This is an optimization exercise on Yosys and OpenROAD, whose aim is small area, a short achievable clock period and few clock cycles, not a production implementation. At most, simulation tests tie the RTL to the original design; equivalence was not proved.

==> job 8240 <==
## digest_unit
module digest_unit (
    input  wire        clk,
    input  wire        rst,
    input  wire        in_valid,
    output wire        in_ready,
    input  wire [63:0] in_data,
    input  wire [3:0]  in_nbytes,
    input  wire        in_last,
    input  wire [1:0]  in_alg,
    input  wire        in_expect,
    input  wire [63:0] in_cmp,
    output reg         out_valid,
    output reg  [63:0] out_digest,
    output reg         out_match,
    output reg         out_empty
);
==> flow/config.mk <==
export PLATFORM = sky130hd
export DESIGN_NAME = digest_unit
export DESIGN_NICKNAME = digest_unit
export VERILOG_FILES = /design/flow/design.v
export SDC_FILE = /design/flow/constraint.sdc
export NUM_CORES = 4
export LEC_CHECK = 0
export CAP_MARGIN = 20
export CORE_MARGIN = 2
export CORE_UTILIZATION = 45
export SLEW_MARGIN = 20
==> flow/constraint.sdc <==
create_clock -name core_clock -period 10.0 [get_ports {clk}]
set_input_delay 2.0000 -clock core_clock [delete_from_list [all_inputs] [get_ports {clk}]]
set_output_delay 2.0000 -clock core_clock [all_outputs]
set_load 0.01 [all_outputs]
standard.sh (not shown) runs the stock make flow with config.mk's settings and CLKGATE_MAP_FILE= SYNTH_SCRIPT=/design/flow/synth_recipe.tcl, a recipe that flattens the netlist after the stock synthesis.
==> flow/flow/run.sh <==
#!/bin/bash
export SETUP_SLACK_MARGIN=5.8
export BUFFER_PORTS_ARGS="-buffer_cell sky130_fd_sc_hd__buf_2"
bash standard.sh > standard.log 2>&1
==> inputs of job 8021, as changes to job 8240 <==
--- a/flow/design.v
+++ b/flow/design.v
@@ -49,87 +49,84 @@
     reg [31:0] n;              
     reg [1:0]  alg_r;          
     reg [2:0]  fstate;
     reg [63:0] d_r;            
     reg [63:0] wbuf;           
-    reg        op_c32, op_c64, op_th, op_a, op_b, op_clr, op_out;
-    reg        fz;             
+    reg        op_c32, op_c64, op_th, op_a, op_b, op_m1, op_clr, op_out;
     reg [63:0] cmp_q;
     reg        exp_q, empty_q;
     reg [63:0] s;
     assign in_ready = rdy;
     wire fire = in_valid & rdy;
     wire [2:0]  o      = n[2:0];
     wire [3:0]  o_plus = {1'b0, o} + in_nbytes;
     wire        cmpl   = o_plus[3];               
     wire        ovf    = o_plus[3] && (o_plus[2:0] != 3'd0);
     wire        kz     = (in_nbytes == 4'd0);
-    wire        first  = fz;
+    wire        first  = (n == 32'd0);
     wire        is_th  = (in_alg == 2'd2);
     wire        th_r   = (alg_r == 2'd2);
-    reg [7:0] kmask;
+    reg [63:0] data_m;
     integer i;
     always @(*) begin
         for (i = 0; i < 8; i = i + 1)
-            kmask[i] = (in_nbytes > i);
+            data_m[8*i +: 8] = in_data[8*i +: 8] & {8{in_nbytes > i}};
     end
     reg [63:0] init;
     always @(*) begin
         case (in_alg)
             2'd0:    init = 64'h00000000FFFFFFFF;
             2'd1:    init = 64'd0;
             default: init = TH_INIT;
         endcase
     end
     wire        rot_s = (fstate == F_ROT);
-    wire        pad_s = (fstate == F_PAD);
     wire [2:0]  ra    = rot_s ? (3'd0 - o) : o;
-    wire [7:0]  km_o  = {kmask, kmask} >> (4'd8 - {1'b0, o});    
-    wire [7:0]  km_r  = rot_s ? 8'hFF : pad_s ? 8'h00 : km_o;
-    wire [63:0] drot  = rotl_bytes(rot_s ? (s ^ wbuf) : in_data, ra);
+    wire [63:0] rot   = rotl_bytes(rot_s ? (s ^ wbuf) : data_m, ra);
     wire [63:0] him   = ge_mask(ra);
-    reg  [63:0] wm, om;                           
-    always @(*) begin
-        for (i = 0; i < 8; i = i + 1) begin
-            wm[8*i +: 8] = {8{km_r[i] &  him[8*i]}};
-            om[8*i +: 8] = {8{km_r[i] & !him[8*i]}};
-        end
-    end
-    wire [63:0] base  = first ? init : rot_s ? 64'd0 : wbuf;
-    wire [63:0] word  = base ^ (drot & wm);       
-    wire [63:0] ovp   = drot & om;                
+    wire [63:0] base  = first ? init : wbuf;
+    wire [63:0] word  = base ^ (rot & him);       
+    wire [63:0] part  = base ^ rot;               
     always @(posedge clk) begin
         if (rst) begin
             rdy     <= 1'b1;
             n       <= 32'd0;
+            alg_r   <= 2'd0;
             fstate  <= F_IDLE;
             op_c32  <= 1'b0;
             op_c64  <= 1'b0;
             op_th   <= 1'b0;
             op_a    <= 1'b0;
             op_b    <= 1'b0;
+            op_m1   <= 1'b0;
             op_clr  <= 1'b1;
-            fz      <= 1'b1;
             op_out  <= 1'b0;
+            cmp_q   <= 64'd0;
+            exp_q   <= 1'b0;
+            empty_q <= 1'b0;
         end else begin
             op_c32 <= 1'b0;
             op_c64 <= 1'b0;
             op_th  <= 1'b0;
             op_a   <= 1'b0;
             op_b   <= 1'b0;
+            op_m1  <= 1'b0;
             op_clr <= 1'b0;
             op_out <= 1'b0;
             case (fstate)
                 F_IDLE: if (fire) begin
                     n     <= n + {28'd0, in_nbytes};
-                    fz    <= fz & kz;
+                    alg_r <= in_alg;
                     if (!in_last) begin
                         op_c32 <= cmpl && in_alg == 2'd0;
                         op_c64 <= cmpl && in_alg == 2'd1;
                         op_th  <= cmpl && is_th;
                     end else begin
                         rdy     <= 1'b0;
+                        cmp_q   <= in_cmp;
+                        exp_q   <= in_expect;
+                        empty_q <= first && kz;
                         if (first && kz) begin
                             fstate <= F_OUT;
                         end else if (!is_th) begin
                             op_c32 <= cmpl && in_alg == 2'd0;
                             op_c64 <= cmpl && in_alg == 2'd1;
@@ -150,11 +147,10 @@
                 F_OUT: begin
                     op_out <= 1'b1;
                     op_clr <= 1'b1;
                     rdy    <= 1'b1;
                     n      <= 32'd0;
-                    fz     <= 1'b1;
                     fstate <= F_IDLE;
                 end
                 F_WAIT: begin
                     op_clr <= 1'b1;
                     fstate <= F_ROT;
@@ -175,41 +171,35 @@
                 F_B: begin
                     op_b   <= 1'b1;
                     fstate <= F_C;
                 end
                 default: begin     
-                    op_th  <= 1'b1;
+                    op_m1  <= 1'b1;
                     fstate <= F_OUT;
                 end
             endcase
         end
     end
     always @(posedge clk) begin
-        if (fire) begin
-            alg_r <= in_alg;
-            if (in_last) begin
-                cmp_q   <= in_cmp;
-                exp_q   <= in_expect;
-                empty_q <= first && kz;
+        case (fstate)
+            F_IDLE: begin
+                d_r  <= (in_last && !cmpl) ? part : word;
+                if (fire)
+                    wbuf <= (in_last && is_th && !ovf) ? 64'd0 :
+                            cmpl ? (rot & ~him) : part;
             end
-        end
-    end
-    wire sched_d = (fstate == F_IDLE) ? (fire && (cmpl || (in_last && is_th && o_plus[2:0] != 3'd0)))
-                                      : (fstate == F_ROT || fstate == F_PAD || fstate == F_A || fstate == F_C);
-    always @(posedge clk) begin
-        if (!sched_d)
-            d_r <= 64'd0;
-        else if (fstate == F_C)
-            d_r <= m2p >> 27;
-        else if (fstate == F_A)
-            d_r <= {32'd0, n};
-        else
-            d_r <= word;
-        if (rot_s || (fire && cmpl))
-            wbuf <= ovp;
-        else if (fire)
-            wbuf <= word;
+            F_ROT: begin
+                d_r  <= rot & him;
+                wbuf <= rot & ~him;
+            end
+            F_PAD: begin
+                d_r  <= wbuf;
+                wbuf <= 64'd0;
+            end
+            F_A:     d_r <= {32'd0, n};
+            default: d_r <= 64'd0;
+        endcase
     end
     wire [63:0] x = s ^ d_r;
     wire [31:0] f32;
     wire [63:0] f64;
     wire p32_t64 = x[38] ^ x[55];
@@ -1425,28 +1415,38 @@
     wire [63:0] fb  = x ^ (x >> 31);
     wire [8:0]  fbt = fb[63:55] + fb[8:0] - {fb[1:0], 7'd0};
     wire [63:0] fsel = ({64{op_c32}} & {32'd0, f32})
                      | ({64{op_c64}} & f64)
                      | ({64{op_th}}  & {mp[34:0], mp[63:35]})
+                     | ({64{op_m1}}  & mp)
                      | ({64{op_a}}   & {fbt, fb[54:0]})
-                     | ({64{op_b}}   & m2p);
-    wire op_keep = !(op_c32 | op_c64 | op_th | op_a | op_b | op_clr);
+                     | ({64{op_b}}   & (m2p ^ (m2p >> 27)));
+    wire s_en = op_c32 | op_c64 | op_th | op_m1 | op_a | op_b | op_clr;
     always @(posedge clk) begin
-        s <= fsel | ({64{op_keep}} & x);
+        if (s_en)
+            s <= fsel;
     end
     wire [63:0] sv = s ^ wbuf;
-    wire [63:0] se = {s[28:0], s[63:29]};         
     reg  [63:0] fdig;
     always @(*) begin
         case (alg_r)
             2'd0:    fdig = {32'd0, ~sv[31:0]};
             2'd1:    fdig = byterev(sv);
-            default: fdig = se ^ (se >> 33);
+            default: fdig = sv ^ (sv >> 33);
         endcase
     end
     always @(posedge clk) begin
-        out_valid  <= op_out && !rst;
-        out_digest <= fdig;
-        out_empty  <= empty_q;
-        out_match  <= exp_q && !empty_q && (fdig == cmp_q);
+        if (rst) begin
+            out_valid  <= 1'b0;
+            out_digest <= 64'd0;
+            out_match  <= 1'b0;
+            out_empty  <= 1'b0;
+        end else begin
+            out_valid <= op_out;
+            if (op_out) begin
+                out_digest <= fdig;
+                out_empty  <= empty_q;
+                out_match  <= exp_q && !empty_q && (fdig == cmp_q);
+            end
+        end
     end
 endmodule
==> flow/run.sh (new file) <==
#!/bin/bash
# synth_recipe.tcl (not shown) runs the flow's synth.tcl, then flattens the netlist and writes it again
# the make line also repeats each setting of config.mk as NAME=value (left out here)
make -C /OpenROAD-flow-scripts/flow DESIGN_CONFIG=/design/flow/config.mk WORK_HOME=/design/flow/orfs CLKGATE_MAP_FILE= SYNTH_SCRIPT=/design/flow/synth_recipe.tcl finish
Settings changed: CORE_UTILIZATION 45 to 40, SETUP_SLACK_MARGIN set to 5.
removed: flow/flow/run.sh
removed: flow/standard.sh
==> inputs of job 8455, as changes to job 8240 <==
--- a/flow/design.v
+++ b/flow/design.v
@@ -191,16 +191,12 @@
                 exp_q   <= in_expect;
                 empty_q <= first && kz;
             end
         end
     end
-    wire sched_d = (fstate == F_IDLE) ? (fire && (cmpl || (in_last && is_th && o_plus[2:0] != 3'd0)))
-                                      : (fstate == F_ROT || fstate == F_PAD || fstate == F_A || fstate == F_C);
     always @(posedge clk) begin
-        if (!sched_d)
-            d_r <= 64'd0;
-        else if (fstate == F_C)
+        if (fstate == F_C)
             d_r <= m2p >> 27;
         else if (fstate == F_A)
             d_r <= {32'd0, n};
         else
             d_r <= word;
@@ -1427,13 +1423,14 @@
     wire [63:0] fsel = ({64{op_c32}} & {32'd0, f32})
                      | ({64{op_c64}} & f64)
                      | ({64{op_th}}  & {mp[34:0], mp[63:35]})
                      | ({64{op_a}}   & {fbt, fb[54:0]})
                      | ({64{op_b}}   & m2p);
-    wire op_keep = !(op_c32 | op_c64 | op_th | op_a | op_b | op_clr);
+    wire s_en = op_c32 | op_c64 | op_th | op_a | op_b | op_clr;
     always @(posedge clk) begin
-        s <= fsel | ({64{op_keep}} & x);
+        if (s_en)
+            s <= fsel;
     end
     wire [63:0] sv = s ^ wbuf;
     wire [63:0] se = {s[28:0], s[63:29]};         
     reg  [63:0] fdig;
     always @(*) begin
==> flow/flow/run.sh (replaced) <==
#!/bin/bash
export SETUP_SLACK_MARGIN=5.8
bash standard.sh > standard.log 2>&1
Settings changed: CORE_UTILIZATION 45 to 30.
==> comparison table <==
quantity	job 8455	job 8021	job 8240
Run status	timing/DRC/antenna clean	timing/DRC/antenna clean	timing/DRC/antenna clean
Total number of vias	38850	43936	39779
Number of clock-tree buffers in the layout	63	72	52
Count of cells along the worst register-to-register path	10	11	10
Gp weighted congestion	1.05	1.11	1.08
Starting Density	0.302	0.404	0.454
Core region area	0.137 mm2	0.109 mm2	0.0899 mm2
Worst path arrival time	4700 ps	5560 ps	4890 ps
Average instance area after synthesis	9.24 um2	8.42 um2	8.89 um2
Drt total wl	231000 um	269000 um	234000 um
Critical path capture point	s[21]	s[27]	s[25]
Number of well taps	1794	1414	1176
Adder and majority cell fraction of the synthesized area	0.0723	0.0674	0.0735
Testbench counts of job 8240, summed over its fixed seeds: cycles 10,044.
Testbench counts of job 8021, summed over its fixed seeds: cycles 10,044.
For job 8455, only the layout was checked, not whether the RTL still works.

========
==> run a: inputs <==
digest_unit, a different RTL version from the one above (not shown whole).
==> flow/config.mk <==
export PLATFORM = sky130hd
export DESIGN_NAME = digest_unit
export DESIGN_NICKNAME = digest_unit
export VERILOG_FILES = /design/flow/design.v
export SDC_FILE = /design/flow/constraint.sdc
export NUM_CORES = 4
export LEC_CHECK = 0
export CAP_MARGIN = 20
export CORE_MARGIN = 2
export CORE_UTILIZATION = 50
export SLEW_MARGIN = 20
==> flow/constraint.sdc <==
create_clock -name core_clock -period 10.0 [get_ports {clk}]
set_input_delay 2.0000 -clock core_clock [delete_from_list [all_inputs] [get_ports {clk}]]
set_output_delay 2.0000 -clock core_clock [all_outputs]
set_load 0.01 [all_outputs]
==> flow/flow/run.sh <==
#!/bin/bash
export SETUP_SLACK_MARGIN=5.8
export BUFFER_PORTS_ARGS="-buffer_cell sky130_fd_sc_hd__buf_2"
bash standard.sh > standard.log 2>&1
==> run b (differences from run a) <==
--- a/flow/design.v
+++ b/flow/design.v
@@ -78,15 +78,16 @@
             2'd0:    init = 64'h00000000FFFFFFFF;
             2'd1:    init = 64'd0;
             default: init = TH_INIT;
         endcase
     end
     wire        rot_s = (fstate == F_ROT);
+    wire        pad_s = (fstate == F_PAD);
     wire [2:0]  ra    = rot_s ? (3'd0 - o) : o;
     wire [7:0]  km_o  = {kmask, kmask} >> (4'd8 - {1'b0, o});    
-    wire [7:0]  km_r  = rot_s ? 8'hFF : fire ? km_o : 8'h00;
+    wire [7:0]  km_r  = rot_s ? 8'hFF : pad_s ? 8'h00 : km_o;
     wire [63:0] drot  = rotl_bytes(rot_s ? (s ^ wbuf) : in_data, ra);
     wire [63:0] him   = ge_mask(ra);
     reg  [63:0] wm, om;                           
     always @(*) begin
         for (i = 0; i < 8; i = i + 1) begin
             wm[8*i +: 8] = {8{km_r[i] &  him[8*i]}};
@@ -189,24 +190,23 @@
                 cmp_q   <= in_cmp;
                 exp_q   <= in_expect;
                 empty_q <= first && kz;
             end
         end
     end
-    wire sched_d = (fstate == F_IDLE) ? (fire && (cmpl || (in_last && is_th && o_plus[2:0] != 3'd0)))
-                                      : (fstate == F_ROT || fstate == F_PAD || fstate == F_A || fstate == F_C);
     always @(posedge clk) begin
-        if (!sched_d)
-            d_r <= 64'd0;
-        else if (fstate == F_C)
+        if (fstate == F_C)
             d_r <= m2p >> 27;
         else if (fstate == F_A)
             d_r <= {32'd0, n};
         else
             d_r <= word;
-        wbuf <= (rot_s || (fire && cmpl)) ? ovp : word;
+        if (rot_s || (fire && cmpl))
+            wbuf <= ovp;
+        else if (fire)
+            wbuf <= word;
     end
     wire [63:0] x = s ^ d_r;
     wire [31:0] f32;
     wire [63:0] f64;
     wire p32_t64 = x[38] ^ x[55];
     wire p32_t65 = x[14] ^ x[18];
@@ -1422,15 +1422,16 @@
     wire [8:0]  fbt = fb[63:55] + fb[8:0] - {fb[1:0], 7'd0};
     wire [63:0] fsel = ({64{op_c32}} & {32'd0, f32})
                      | ({64{op_c64}} & f64)
                      | ({64{op_th}}  & {mp[34:0], mp[63:35]})
                      | ({64{op_a}}   & {fbt, fb[54:0]})
                      | ({64{op_b}}   & m2p);
-    wire op_keep = !(op_c32 | op_c64 | op_th | op_a | op_b | op_clr);
+    wire s_en = op_c32 | op_c64 | op_th | op_a | op_b | op_clr;
     always @(posedge clk) begin
-        s <= fsel | ({64{op_keep}} & x);
+        if (s_en)
+            s <= fsel;
     end
     wire [63:0] sv = s ^ wbuf;
     wire [63:0] se = {s[28:0], s[63:29]};         
     reg  [63:0] fdig;
     always @(*) begin
         case (alg_r)
CORE_UTILIZATION = 40   (was 50)
==> run c (differences from run a) <==
--- a/flow/design.v
+++ b/flow/design.v
@@ -96,13 +96,12 @@
     wire [63:0] base  = first ? init : rot_s ? 64'd0 : wbuf;
     wire [63:0] word  = base ^ (drot & wm);       
     wire [63:0] ovp   = drot & om;                
     always @(posedge clk) begin
         if (rst) begin
             rdy     <= 1'b1;
-            n       <= 32'd0;
             fstate  <= F_IDLE;
             op_c32  <= 1'b0;
             op_c64  <= 1'b0;
             op_th   <= 1'b0;
             op_a    <= 1'b0;
             op_b    <= 1'b0;
@@ -116,13 +115,12 @@
             op_a   <= 1'b0;
             op_b   <= 1'b0;
             op_clr <= 1'b0;
             op_out <= 1'b0;
             case (fstate)
                 F_IDLE: if (fire) begin
-                    n     <= n + {28'd0, in_nbytes};
                     fz    <= fz & kz;
                     if (!in_last) begin
                         op_c32 <= cmpl && in_alg == 2'd0;
                         op_c64 <= cmpl && in_alg == 2'd1;
                         op_th  <= cmpl && is_th;
                     end else begin
@@ -147,13 +145,12 @@
                     end
                 end
                 F_OUT: begin
                     op_out <= 1'b1;
                     op_clr <= 1'b1;
                     rdy    <= 1'b1;
-                    n      <= 32'd0;
                     fz     <= 1'b1;
                     fstate <= F_IDLE;
                 end
                 F_WAIT: begin
                     op_clr <= 1'b1;
                     fstate <= F_ROT;
@@ -180,12 +177,18 @@
                     fstate <= F_OUT;
                 end
             endcase
         end
     end
     always @(posedge clk) begin
+        if (rst || fstate == F_OUT)
+            n <= 32'd0;
+        else
+            n <= n + {28'd0, in_nbytes & {4{fire}}};
+    end
+    always @(posedge clk) begin
         if (fire) begin
             alg_r <= in_alg;
             if (in_last) begin
                 cmp_q   <= in_cmp;
                 exp_q   <= in_expect;
                 empty_q <= first && kz;
CORE_UTILIZATION = 55   (was 50)
==> results.txt <==
item	run b	run a	run c
Result of the run	finished clean	finished clean	finished clean
Avg Vias per Cell	6.15	6.56	6.84
Worst clock skew	20.7 ps	70.5 ps	18.3 ps
Number of antenna violations at the first check in global routing	15	8	19
Global router's overall resource usage	41.2%	50.1%	52.6%
Peak clock frequency supported by timing	223 MHz	229 MHz	224 MHz
Flip-flop and latch share of the layout cell area	18.6%	17.6%	17.6%
Parity-gate share of the synthesized area counting xor and xnor cells	39.1%	39.6%	39.6%
Count of non-CTS buffers in the layout	587	386	393
Worst hold path stage count	1	1	0
Number of clock buffers inserted by TritonCTS	43	44	43
Final cycle utilization of the critical path	44.9%	43.6%	44.6%
Post-Route Hold Slack	461 ps	461 ps	370 ps
# Taps	1380	1070	959
Testbench counts of run a, summed over its fixed seeds: cycles 10,044.
Testbench counts of run c, summed over its fixed seeds: cycles 10,044.
For run b, only the layout was checked, not whether the RTL still works.

static timing again, ports no longer ideal:
No port has a modelled driver above. Below, the same layouts with a new extraction and two added sets of constraints.
Step 1 (the two cells are an assumption about what drives the block):
set clk [get_ports {clk}]
set_driving_cell -lib_cell sky130_fd_sc_hd__clkbuf_16 $clk
set_driving_cell -lib_cell sky130_fd_sc_hd__buf_2 [delete_from_list [all_inputs] $clk]
Step 2, shift: input delay + t, output delay - t, t = (earliest + latest rising clock arrival at the registers) / 2. This alone moves slack from input paths to output paths.
Three values: no drivers, after step 1, after step 2; two values: the first two.
run	t (ns)	setup WS [ns]	worst data-port slew with drivers (ns)
job 8240	0.680	5.546 / 5.546 / 5.302	0.09
job 8021	0.708	4.852 / 4.852 / 4.423	0.11
job 8455	0.655	5.583 / 5.583 / 5.244	0.11
run a	0.680	5.641 / 5.641 / 5.180	0.08
run b	0.641	5.510 / 5.510 / 5.244	0.10
run c	0.649	5.538 / 5.538 / 5.211	0.06
After both steps every run listed still meets setup and hold. The setup slack of run a, which loses most, moves by 0.000 ns with the drivers and by -0.461 ns with both steps.
